This is an optimization exercise on Yosys and OpenROAD, whose aim is small area, a short achievable clock period and few clock cycles, not a production implementation.
Function was not checked in any run shown here: the RTL went through the layout flow alone.
Power figures rest on the tool's default switching activity, not on a simulated workload.

`constraint.sdc`:
```
create_clock -name core_clock -period 8.0 [get_ports {clk}]
set_input_delay 1.6000 -clock core_clock [delete_from_list [all_inputs] [get_ports {clk}]]
set_output_delay 1.6000 -clock core_clock [all_outputs]
set_load 0.01 [all_outputs]
```
`config.mk`:
```
export PLATFORM = sky130hd
export DESIGN_NAME = uc32_alu
export DESIGN_NICKNAME = uc32_alu
export VERILOG_FILES = /design/flow/design.v
export SDC_FILE = /design/flow/constraint.sdc
export NUM_CORES = 4
export LEC_CHECK = 0
export ABC_AREA = 1
export CAP_MARGIN = 20
export CORE_MARGIN = 2
export CORE_UTILIZATION = 50
export PLACE_DENSITY = 0.65
export SETUP_SLACK_MARGIN = 4.0
export SLEW_MARGIN = 20
```
`standard.sh`:
```
#!/bin/bash
# synth_recipe.tcl (not shown) runs the flow's synth.tcl, then flattens the netlist and writes it again
# the make line also repeats each setting of config.mk as NAME=value (left out here)
make -C /OpenROAD-flow-scripts/flow DESIGN_CONFIG=/design/flow/config.mk WORK_HOME=/design/flow/orfs CLKGATE_MAP_FILE= SYNTH_SCRIPT=/design/flow/synth_recipe.tcl "${@:-finish}"
```
`design.v`:
```
`timescale 1ns/1ps
module uc32_alu (
    input  wire        clk,
    input  wire        rst,           
    input  wire        in_valid,
    output wire        in_ready,
    input  wire [10:0] in_fn,
    input  wire [31:0] in_a,
    input  wire [31:0] in_b,
    output reg         out_valid,
    output reg  [31:0] out_result,
    output reg         out_illegal
);
    localparam [3:0] O_SUM = 4'd0, O_LT = 4'd1, O_AND = 4'd2, O_OR = 4'd3, O_XOR = 4'd4,
                     O_FUN = 4'd5, O_ZERO = 4'd6, O_HI = 4'd7, O_ONES = 4'd8, O_REM = 4'd9,
                     O_QUO = 4'd10;
    localparam [2:0] D_0 = 3'b000, D_P1 = 3'b001, D_M1 = 3'b101;
    wire in_hi0    = (in_fn[10:5] == 6'd0);
    wire in_simple = in_hi0 && !in_fn[4] && (in_fn[3:0] <= 4'd9);
    wire in_mul    = in_hi0 && (in_fn[4:2] == 3'b100) && (in_fn[1:0] != 2'd3);
    wire in_div    = in_hi0 && (in_fn[4:2] == 3'b101);
    wire in_ill    = !(in_simple || in_mul || in_div);
    wire in_slt    = (in_fn[3:0] == 4'd8);
    wire in_dsg    = !in_fn[0];
    wire in_bsx    = in_b[31] && (in_fn[4] ? in_dsg : in_slt);
    reg  [3:0] in_osel;
    always @(*) begin
        in_osel = O_ZERO;
        if (in_simple) begin
            case (in_fn[3:0])
                4'd0, 4'd1:       in_osel = O_SUM;
                4'd2:             in_osel = O_AND;
                4'd3:             in_osel = O_OR;
                4'd4:             in_osel = O_XOR;
                4'd5, 4'd6, 4'd7: in_osel = O_FUN;
                default:          in_osel = O_LT;
            endcase
        end else if (in_div) begin
            in_osel = O_SUM;                  
        end
    end
    function automatic [4:0] sigbits(input [31:0] x);
        reg [31:0] w;
        reg [15:0] v1; reg [15:0] i1;
        reg [7:0]  v2; reg [15:0] i2;
        reg [3:0]  v3; reg [11:0] i3;
        reg [1:0]  v4; reg [7:0]  i4;
        integer k;
        begin
            w = {x[30:0] ^ {31{x[31]}}, 1'b0};
            for (k = 0; k < 16; k = k + 1) begin
                v1[k] = w[2*k+1] | w[2*k];
                i1[k] = w[2*k+1];
            end
            for (k = 0; k < 8; k = k + 1) begin
                v2[k] = v1[2*k+1] | v1[2*k];
                i2[2*k +: 2] = v1[2*k+1] ? {1'b1, i1[2*k+1]} : {1'b0, i1[2*k]};
            end
            for (k = 0; k < 4; k = k + 1) begin
                v3[k] = v2[2*k+1] | v2[2*k];
                i3[3*k +: 3] = v2[2*k+1] ? {1'b1, i2[2*(2*k+1) +: 2]} : {1'b0, i2[2*(2*k) +: 2]};
            end
            for (k = 0; k < 2; k = k + 1) begin
                v4[k] = v3[2*k+1] | v3[2*k];
                i4[4*k +: 4] = v3[2*k+1] ? {1'b1, i3[3*(2*k+1) +: 3]} : {1'b0, i3[3*(2*k) +: 3]};
            end
            sigbits = v4[1] ? {1'b1, i4[7:4]} : {1'b0, i4[3:0]};
        end
    endfunction
    function automatic [2:0] booth(input [2:0] t);
        case (t)
            3'b001, 3'b010: booth = 3'b001;
            3'b011:         booth = 3'b010;
            3'b100:         booth = 3'b110;
            3'b101, 3'b110: booth = 3'b101;
            default:        booth = 3'b000;
        endcase
    endfunction
    function automatic [4:0] bsel(input [2:0] d);
        bsel = {d[2], d[1] & d[2], d[1] & !d[2], d[0] & d[2], d[0] & !d[2]};
    endfunction
    reg         v;                        
    reg         dn;                       
    reg         c_mul, c_div, c_ill;
    reg  [4:0]  op;                       
    reg         p_exec, p_step;           
    reg         lastf;                    
    reg  [31:0] A;        
    reg  [33:0] B;        
    reg  [31:0] accH;     
    reg  [4:0]  cA, cB;   
    reg         bzf;      
    reg         negr;     
    reg  [4:0]  cnt;      
    reg         x_mul, x_r, x_rn, x_a, x_an, asx, cin_x;
    reg  [3:0]  bs;       
    reg         bneg;     
    reg  [3:0]  osel;
    assign in_ready = !v || dn;
    wire fire = in_valid && in_ready;
    wire mul_sg  = (op[1:0] != 2'd2);
    wire div_sg  = !op[0];
    wire is_rem  = op[1];
    wire mul_hi  = (op[1:0] != 2'd0);
    wire [34:0] xin  = (({35{x_mul}} & {accH[0], out_result, 2'b00}) |
                        ({35{x_r}}   & {3'b000, out_result}) |
                        ({35{x_rn}}  & {3'b111, ~out_result}) |
                        ({35{x_a}}   & {{3{asx}}, A}) |
                        ({35{x_an}}  & ~{{3{asx}}, A}));
    wire [34:0] pp   = ({35{bs[0]}} & {B[33], B}) | ({35{bs[1]}} & ~{B[33], B}) |
                       ({35{bs[2]}} & {B, 1'b0})  | ({35{bs[3]}} & ~{B, 1'b0});
    wire [36:0] sumt = {1'b0, xin, 1'b1} + {1'b0, pp, bneg | cin_x};
    wire [34:0] sum  = sumt[35:1];
    wire        c35  = sumt[36];
    wire [28:0] up0  = accH[29:1];
    reg  [28:0] upP, upM;
    integer ui;
    always @(*) begin
        for (ui = 0; ui < 29; ui = ui + 1) begin
            upP[ui] = up0[ui] ^ ((ui == 0) ? 1'b1 : &(up0 | ~((29'd1 << ui) - 29'd1)));
            upM[ui] = up0[ui] ^ ((ui == 0) ? 1'b1 : ~|(up0 & ((29'd1 << ui) - 29'd1)));
        end
    end
    wire [28:0] upN  = (c35 == pp[34]) ? up0 : (c35 ? upP : upM);
    wire [31:0] newH = {upN, sum[34:32]};
    wire [4:0]  eA    = (!mul_sg && A[31]) ? 5'd16 : {1'b0, cA[4:1]};
    wire [4:0]  eB    = (!mul_sg && B[31]) ? 5'd16 : {1'b0, cB[4:1]};
    wire        aM    = eA < eB;          
    wire [4:0]  nk1   = aM ? eA : eB;
    wire        selA  = p_exec ? aM : 1'b1;
    wire [31:0] msrc  = selA ? A : B[31:0];
    wire [31:0] mcand = selA ? B[31:0] : A;
    wire        fA    = mul_sg & A[31];
    wire        fB    = mul_sg & B[31];
    wire [36:0] aext  = {{4{fA}}, A, 1'b0};
    wire [36:0] bext  = {{4{fB}}, B[31:0], 1'b0};
    wire [4:0]  aidx  = p_exec ? eA : (cnt - 5'd1);
    wire [2:0]  dA    = aext[{aidx, 1'b0} +: 3];
    wire [2:0]  dB    = bext[{eB, 1'b0} +: 3];
    wire [2:0]  dnext = booth(selA ? dA : dB);
    wire [5:0] d0 = {1'b0, cA} - {1'b0, cB};
    reg  [4:0] ds;
    always @(*) begin
        if (bzf || (!div_sg && B[31]))
            ds = 5'd0;                                    
        else if (!div_sg && A[31])
            ds = 5'd0 - cB;                               
        else if (div_sg && A[31])
            ds = d0[5] ? 5'd0 : ((d0[4:0] == 5'd31) ? 5'd31 : d0[4:0] + 5'd1);
        else
            ds = d0[5] ? 5'd0 : d0[4:0];
    end
    wire dnegn = div_sg & B[31];                          
    wire negrn = div_sg & (is_rem ? A[31] : (A[31] ^ B[31]));
    reg  [33:0] fH;
    reg  [31:0] fL;
    reg  [4:0]  ft;
    always @(*) begin
        if (c_div) begin                      
            fH = B;                       fL = 32'd0;             ft = ds;
        end else if (op[1:0] == 2'd1) begin   
            fH = {2'b00, A};              fL = 32'd0;             ft = B[4:0];
        end else begin                        
            fH = {{33{(op[1:0] == 2'd3) & A[31]}}, A[31]};
            fL = {A[30:0], 1'b0};
            ft = ~B[4:0];
        end
    end
    wire [65:0] fx  = {fH, fL};
    wire [48:0] fs4 = ft[4] ? fx[49:1]   : fx[65:17];    
    wire [40:0] fs3 = ft[3] ? fs4[40:0]  : fs4[48:8];
    wire [36:0] fs2 = ft[2] ? fs3[36:0]  : fs3[40:4];
    wire [34:0] fs1 = ft[1] ? fs2[34:0]  : fs2[36:2];
    wire [33:0] fun = ft[0] ? fs1[33:0]  : fs1[34:1];
    always @(posedge clk) begin
        begin
            accH        <= (p_exec || !c_mul) ? 32'd0 : newH;
            out_valid   <= v && dn;
            out_illegal <= c_ill;
            begin
                case (osel)
                    O_SUM:   out_result <= sum[31:0];
                    O_LT:    out_result <= {31'd0, sum[34]};
                    O_AND:   out_result <= A & B[31:0];
                    O_OR:    out_result <= A | B[31:0];
                    O_XOR:   out_result <= A ^ B[31:0];
                    O_FUN:   out_result <= fun[31:0];
                    O_HI:    out_result <= newH;
                    O_ONES:  out_result <= 32'hFFFF_FFFF;
                    O_REM:   if (!sum[34]) out_result <= sum[31:0];
                    O_QUO:   out_result <= {A[30:0], !sum[34]};
                    default: out_result <= 32'd0;
                endcase
            end
            cA <= sigbits(in_a);
            cB <= sigbits(in_b);
            if (in_ready) begin
                v      <= in_valid;
                dn     <= in_simple || in_ill;
                c_mul  <= in_mul;
                c_div  <= in_div;
                c_ill  <= in_ill;
                op     <= in_fn[4:0];
                p_exec <= 1'b1;
                p_step <= 1'b0;
                A      <= in_a;
                B      <= {{2{in_bsx}}, in_b};
                bzf    <= (in_b == 32'd0);
                x_mul  <= 1'b0;
                x_r    <= 1'b0;
                x_a    <= !(in_div && in_dsg && in_a[31]);    
                x_an   <= in_div && in_dsg && in_a[31];
                x_rn   <= 1'b0;
                cin_x  <= in_div && in_dsg && in_a[31];
                asx    <= in_a[31] && (in_div ? in_dsg : in_slt);
                {bneg, bs}    <= bsel(in_div ? D_0 : ((in_fn[3:0] == 4'd0) ? D_P1 : D_M1));
                osel   <= in_osel;
            end else begin
                if (p_exec) begin
                    p_exec <= 1'b0;
                    p_step <= 1'b1;
                    if (c_mul) begin
                        A      <= msrc;
                        B      <= {{2{mul_sg & mcand[31]}}, mcand};
                        cnt    <= nk1;
                        lastf  <= (nk1 == 5'd0);
                        dn     <= (nk1 == 5'd0);
                        x_mul  <= 1'b1;
                        x_a    <= 1'b0;
                        x_an   <= 1'b0;
                        cin_x  <= 1'b0;
                        {bneg, bs}    <= bsel(dnext);
                        osel   <= (nk1 == 5'd0 && mul_hi) ? O_HI : O_SUM;
                    end else begin
                        A      <= 32'd0;
                        B      <= fun;
                        cnt    <= ds;
                        lastf  <= (ds == 5'd0);
                        negr   <= negrn;
                        dn     <= (ds == 5'd0) && (is_rem ? !negrn : (!negrn || bzf));
                        x_r    <= 1'b1;
                        x_a    <= 1'b0;
                        x_an   <= 1'b0;
                        cin_x  <= 1'b0;
                        {bneg, bs}    <= bsel(dnegn ? D_P1 : D_M1);
                        osel   <= (ds == 5'd0 && !is_rem) ? (bzf ? O_ONES : O_QUO) : O_REM;
                    end
                end
                if (p_step) begin
                    cnt   <= cnt - 5'd1;
                    lastf <= (cnt == 5'd1);
                    if (c_mul) begin
                        {bneg, bs}  <= bsel(dnext);
                        dn   <= (cnt == 5'd1);
                        osel <= (cnt == 5'd1 && mul_hi) ? O_HI : O_SUM;
                    end else begin
                        A <= {A[30:0], !sum[34]};
                        B <= {B[33], B[33:1]};
                        if (lastf) begin          
                            p_step <= 1'b0;
                            dn     <= 1'b1;
                            x_r    <= is_rem & !negr;
                            x_rn   <= is_rem & negr;
                            x_a    <= !is_rem & !negr;      
                            x_an   <= !is_rem & negr;
                            cin_x  <= negr;
                            asx    <= 1'b0;
                            {bneg, bs}    <= bsel(D_0);
                            osel   <= (bzf && !is_rem) ? O_ONES : O_SUM;
                        end else begin
                            dn     <= (cnt == 5'd1) && !negr;
                            osel   <= (cnt == 5'd1 && !is_rem) ? O_QUO : O_REM;
                        end
                    end
                end
            end
        end
        if (rst) begin
            v         <= 1'b0;
            dn        <= 1'b0;
            out_valid <= 1'b0;
        end
    end
endmodule
```
`flow/run.sh`:
```
#!/bin/bash
# The standard layout (standard.sh, unchanged synthesis and steps), with one change:
# the buffers that ORFS puts on every input and output port are sky130_fd_sc_hd__buf_1
# instead of the cell buffer_ports picks by default (a delay buffer, clkdlybuf4s50_1).
# The make output goes to run_make.log; each ORFS step keeps its own log under orfs/logs/.
set -euo pipefail
export BUFFER_PORTS_ARGS="-buffer_cell sky130_fd_sc_hd__buf_1"
bash standard.sh > run_make.log 2>&1
```
==> results of run 1 <==
## per-layer routing
metal | track usage (%) | up-vias | wire (µm)
li1 | - | 12258 | -
met1 | 64.7 | 13032 | 42600
met2 | 70.2 | 2433 | 44700
met3 | 23.7 | 626 | 19700
met4 | 33.8 | 4 | 10100
met5 | 0 | - | 82
## cells by family (layout without fill, tap and decap cells)
group | Yosys count | in the layout | synth area share, %
AND/OR/NAND/NOR | 1648 | 1653 | 33.7
AO/OA/AOI/OAI | 905 | 906 | 26.6
adder cells (fa/ha/maj) | 115 | 115 | 6.86
XOR/XNOR | 70 | 70 | 2.89
buffers and inverters | 593 | 611 | 11.2
flip-flops | 173 | 173 | 18.8
other | 0 | 8 | 0
## worst paths after layout
check,cells past startpoint,startpoint,end,slack [ps]
max,17,A[25]$_DFF_P_,out_result[5]$_DFFE_PP_,3920
min,0,c_ill$_DFFE_PN_,out_illegal$_DFF_P_,350
max reg2reg,17,A[25]$_DFF_P_,out_result[5]$_DFFE_PP_,3920
min reg2reg,0,c_ill$_DFFE_PN_,out_illegal$_DFF_P_,350
## critical path, cell delays in order, from the launching register on
cell and delay [ps]:
dfxtp_1 930, o221ai_1 310, ha_1 430, nand2_1 100
nor2_1 150, inv_1 50, o21ai_0 140, inv_1 70
o21ai_0 380, a21oi_4 100, nand2_8 150, nor2_4 70
buf_6 150, nand2_1 60, o21ai_0 130, or2_2 320
nand3_1 120, nand4_1 110
## through the flow
step	setup slack (ps)	hold slack, ps	area, µm²
3_5_place_dp	2280	333	21700
6_report	3920	350	23400
4_1_cts	4000	349	22700
2_1_floorplan	4130	323	21200
3_3_place_gp	2400	330	21700
5_1_grt	3830	363	23400
## cells in the final DEF (no fill, tap or decap), types with 22 or more instances in the layout
cell type | synthesis | layout
dfxtp_2 | 0 | 23
nand2_2 | 7 | 22
a31oi_1 | 42 | 42
buf_4 | 11 | 77
ha_1 | 113 | 109
nand4_1 | 49 | 49
inv_1 | 343 | 332
a221oi_1 | 27 | 25
xor2_1 | 50 | 48
buf_1 | 7 | 110
a21oi_1 | 193 | 189
nand2_1 | 833 | 811
o22ai_1 | 41 | 41
edfxtp_1 | 51 | 51
o221ai_1 | 94 | 94
o21ai_0 | 300 | 286
nand3_2 | 2 | 29
nand3_1 | 466 | 436
nor2_1 | 215 | 206
dfxtp_1 | 122 | 93
o211ai_1 | 105 | 105
## power breakdown
| group | internal (mW) | total [mW] | switching [mW] |
|---|---|---|---|
| sequential | 1.01 | 1.26 | 0.245 |
| clock | 0.411 | 0.851 | 0.440 |
| combinational | 0.884 | 3.17 | 2.29 |
## sequential cells by signal (all words and copies together), names as in the netlist, 2 cells and up
| name | flops |
|---|---|
| bs | 4 |
| accH | 30 |
| cA | 5 |
| A | 32 |
| cB | 5 |
| osel | 4 |
| out_result | 32 |
| cnt | 5 |
| B | 34 |
| op | 2 |
## repair_timing
action / CTS / global route
gates resized for setup: 88 / 137
hold buffers: 0 / 0
setup endpoints to repair: 132 / 127
cloned: 5 / 5
pin swaps: 2 / 10
buffers inserted: 20 / 17
## cell type report
type	count	area, µm²
Antenna cell	8	20.0
Fill cell	4277	18400
Inverter	374	1510
Multi-Input combinational cell	2744	15400
Timing Repair Buffer	202	1200
Tap cell	539	674
Clock buffer	19	443
Sequential cell	173	4030
Clock inverter	13	108
Timing Repair inverter	3	22.5
==> flow_summary.yaml, run 1 <==
outcome:
  status: "timing/DRC/antenna clean"
global_route:
  grt_pass1_wl_um: 166000
  grt_remaining_overflow: 0
  grt_max_degree: 103
  grt_pass1_vias: 24922
  grtUsageTotal_pct: 51.5
  antenna_found_initial: 6
setup_path:
  cp-start-kind: "register"
  crit_arrival_ps: 4310
  timing_worst_setup_path_type: "reg -> reg"
  path_max_fanout: 14
  cp.required_ps: 8230
  crit_path_end_kind: "register"
run:
  drv_cap: 0
sta:
  slew_violations: 0
  fin_skew_ps: 26.8
  timing.final.crit_share_pct: 51.0
  period_needed_ps: 4080
  relSlewSlack_pct: 29.1
  report.final.hold_viol_count: 0
  tightestPinTransition_ps: 1040
  setup_tns_ps: 0
  rsz0062_at_grt: "yes"
  fmax_mhz: 245
  setup_viol: 0
clock_network:
  cts_htree_levels: 4
  clk-insertion-delay-late_ps: 530
  clockBufferDepth: 2
  cts_root_buf: "clkbuf_16"
  path_clk_slew_ps: 70
  tritoncts: "built"
  cts_buffers: 17
  clock_sinks: 173
yosys:
  synth-edff-count: 51
  synth-warning-count: 1
  synth_cells: 3504
  seq_area_frac_synth_pct: 18.8
  synth_area_leaders: "nand2_1, dfxtp_1, nand3_1"
  synth_top_area_share_pct: 14.8
  synthTopCellsByCount: "nand2_1, nand3_1, inv_1"
  syn_area_um2: 21200
  synth.most_common_cell: "nand2_1"
  yosysTopAreaCell: "nand2_1"
  yosys_most_used_dff: "dfxtp_1"
  synth_cell_types: 59
  syn_nets: 3697
  ys_ff_latch: 173
  synth_area_per_cell_um2: 6.05
  synthArstFlopShare_pct: 0
place:
  gp_congestion: 1.08
  dp_hpwl_um: 85200
  place_inst: 3987
  io_buffers: 112
power:
  power_density_nw_per_um2: 226
  vdd_ir_drop_max_uv: 153
  p_leak_nw: 10.5
  p_total_mw: 5.28
finish:
  fin_nets: 3708
  drive_above_1_share_pct: 9.50
  post-route-util_pct: 56.0
  instances_no_fill: 4075
  areaGrowthSynthToFinish_pct: 10.5
die:
  io_pins: 113
  die_y_um: 210
  initial_core_util_pct: 50.6
  fp-row-count: 75
  chipWidth_um: 210
  coreArea_um2: 41900
  dieArea_um2: 44000
route:
  vias_per_cell: 6.96
  drt_iter0_markers: 5543
  vias: 28353
  post-route-drc-count: 0
  ant_nets: 0
  wl_per_cell_um: 28.7
  drt_wl_total_um: 117000
  dr.pass1.iters: 12
min_path:
  hold_path_class: "reg -> reg"
==> run 2: changes to the inputs <==
--- a/config.mk
+++ b/config.mk
@@ -10,5 +10,5 @@
 export CORE_MARGIN = 2
 export CORE_UTILIZATION = 50
 export PLACE_DENSITY = 0.65
-export SETUP_SLACK_MARGIN = 4.0
+export SETUP_SLACK_MARGIN = 4.25
 export SLEW_MARGIN = 20
==> flow_summary.yaml, run 2 <==
sta:
  slew_violations: 0
  relSlewSlack_pct: 15.4
  rsz0062_at_grt: "yes"
  period_needed_ps: 3890
  timing.final.crit_share_pct: 48.6
  fin_skew_ps: 30.5
  report.final.hold_viol_count: 0
  fmax_mhz: 257
  setup_tns_ps: 0
  setup_viol: 0
  tightestPinTransition_ps: 1270
finish:
  areaGrowthSynthToFinish_pct: 18.9
  final-seq-area_um2: 4050
  largest_reg_flops: 34
  num-fill-cells: 4050
  final_common_cell: "nand2_1"
  fin_nets: 3785
  multiInputGateArea_um2: 16200
  top_register: "B"
  drive_above_1_share_pct: 15.3
  post-route-util_pct: 60.2
  top_regs: "B x34, A x32, out_result x32"
  layout_common_cells: "nand2_1, nand3_1, inv_1"
yosys:
  synth_cell_types: 59
  synth_area_per_cell_um2: 6.05
  seq_area_frac_synth_pct: 18.8
  syn_nets: 3697
  synth-edff-count: 51
  synth_top_area_share_pct: 14.8
  yosysTopAreaCell: "nand2_1"
  yosys_most_used_dff: "dfxtp_1"
  synth-warning-count: 1
  synth.most_common_cell: "nand2_1"
  synth_cells: 3504
  synth_area_leaders: "nand2_1, dfxtp_1, nand3_1"
  synthTopCellsByCount: "nand2_1, nand3_1, inv_1"
  synthArstFlopShare_pct: 0
  ys_ff_latch: 173
  syn_area_um2: 21200
route:
  drt_wl_total_um: 119000
  vias: 29372
  vias_per_cell: 7.07
  drt_iter0_markers: 6071
  ant_nets: 0
  wl_per_cell_um: 28.7
  dr.pass1.iters: 13
  post-route-drc-count: 0
clock_network:
  cts_htree_levels: 4
  path_clk_slew_ps: 80
  cts_root_buf: "clkbuf_16"
  tritoncts: "built"
  cts_buffers: 17
  clock_sinks: 173
  holdBufCountCts: 0
  clk-insertion-delay-late_ps: 520
  clockBufferDepth: 2
power:
  power_density_nw_per_um2: 229
  p_leak_nw: 11.2
  p_total_mw: 5.76
  vdd_ir_drop_max_uv: 188
setup_path:
  timing_worst_setup_path_type: "reg -> reg"
  slowest_delay_ps: 480
  cp_slowest_cell: "dfxtp_4"
  r2r-start: "B[31]$_DFF_P_"
  ff2ff_path_depth: 17
  crit_path_end_kind: "register"
  crit_family: "simple AND/OR/NAND/NOR gates"
  cp.buffers_inverters: 2
  path_max_fanout: 10
  crit_chain: "clkinvlp_4, a22oi_1, o221ai_1, ha_1, nand2_1, nor2_1, nand2_1, nor2_4, nand3_4, nand2_4, nor2_4, buf_6, nand2_1, o21ai_0, or2_2, nand3_1, nand4_1"
  crit_path_end: "out_result[5]$_DFFE_PP_"
  r2r-end: "out_result[5]$_DFFE_PP_"
  cp-start-kind: "register"
  cp.required_ps: 8220
  r2r_slack_ps: 4110
  crit_arrival_ps: 4110
  cp_common_cell: "nand2_1"
  cp-startpoint: "B[31]$_DFF_P_"
  path_depth: 17
min_path:
  min_from: "c_ill$_DFFE_PN_"
  hold_path_class: "reg -> reg"
  whs_path_depth: 0
global_route:
  grtUsageTotal_pct: 50.8
  grt_pass1_wl_um: 164000
  grt_pass1_vias: 24949
  antenna_found_initial: 9
  grt_remaining_overflow: 0
  grt_max_degree: 102
die:
  fp-row-count: 75
  die_y_um: 210
  io_pins: 113
  initial_core_util_pct: 50.6
  dieArea_um2: 44000
  chipWidth_um: 210
  coreArea_um2: 41900
place:
  gp_congestion: 1.11
  dp_hpwl_um: 83300
  io_buffers: 112
outcome:
  status: "timing/DRC/antenna clean"
run:
  drv_cap: 0
==> run 2: layout make-up <==
| class | count | share of cell area [%] |
|---|---|---|
| multi-input cells | 2746 | 64.5 |
| flip-flops and latches | 173 | 16.1 |
| clock inverters | 13 | 0.626 |
| inverters | 374 | 6.38 |
| well taps | 539 | 2.68 |
| repair inverters | 3 | 0.0894 |
| clock buffers | 19 | 1.76 |
| diodes | 8 | 0.0795 |
| repair buffers | 277 | 7.83 |
==> run 2: timing repair <==
action | CTS | global route
pin swaps | 13 | 64
resized for setup | 156 | 287
endpoints found under the setup margin | 139 | 129
gates cloned | 5 | 10
buffers inserted | 37 | 67
==> run 2: per-stage QoR <==
step / cells / worst slack, ps / area [µm²] / hold WS (ps)
after floorplan: 3504 / 4260 / 21200 / 323
after global placement: 3992 / 2440 / 21800 / 326
after detailed placement: 3992 / 2360 / 21800 / 346
after CTS: 4066 / 4210 / 23200 / 356
after global routing: 4146 / 4100 / 25200 / 360
final: 4152 / 4110 / 25200 / 355
==> run 2: worst min path at each step <==
stage / slack [ps] / to
2_1_floorplan: 320 / out_illegal$_DFF_P_
3_3_place_gp: 330 / out_illegal$_DFF_P_
3_5_place_dp: 350 / out_illegal$_DFF_P_
4_1_cts: 360 / out_illegal$_DFF_P_
5_1_grt: 360 / out_illegal$_DFF_P_
6_report: 360 / out_illegal$_DFF_P_
==> run 2: layer usage <==
layer  share of wire, %  vias up  wire (µm)  track usage (%)
met1                 35    13279      41800             64.2
met4                9.4       16      11200             33.2
met5               0.33        -        395             2.00
met3                 18      807      20900             21.9
li1                   -    12428          -                -
met2                 38     2842      45000             69.8
==> run 2: kinds of logic after synthesis <==
group	after synthesis	synth area share (%)
buffers and inverters	593	11.2
AOI/OAI and AO/OA	905	26.6
adders and majority gates	115	6.86
DFF	173	18.8
xor gates and xnor gates	70	2.89
and+or+nand+nor	1648	33.7
==> run 2: power by group <==
group | switching, mW | internal (mW) | total [mW]
Sequential | 0.221 | 1.01 | 1.23
Combinational | 2.50 | 1.10 | 3.60
Clock | 0.445 | 0.476 | 0.921
Total | 3.17 | 2.59 | 5.76

## static timing again, ports no longer ideal
How much do the figures lean on ideal ports? The routed layouts below were timed once more, with nothing changed but the port constraints.
Step 1, drivers: a clkbuf_16 drives clk and a buf_2 each remaining input, both assumed.
Step 2 times the ports against the registers' clock, not the clock port: input delays grow and output delays shrink by t, the midpoint of the rising clock arrivals with the driver on.
Three values: ideal ports, drivers, drivers and shift; two values: the first two.
| run | shift t [ns] | setup WS [ns] | worst hold slack (ns) | worst setup path at the end | worst data-port slew with drivers (ns) |
|---|---|---|---|---|---|
| run 1 | 0.581 | 3.919 / 3.919 / 3.919 | 0.350 / 0.350 / 0.350 | register to register | 0.05 |
| run 2 | 0.570 | 4.114 / 4.114 / 4.043 | 0.355 / 0.355 / 0.355 | input to register | 0.05 |
After both steps every run listed still meets setup and hold. The setup slack of run 2, which loses most, moves by 0.000 ns with the drivers and by -0.071 ns with both steps.
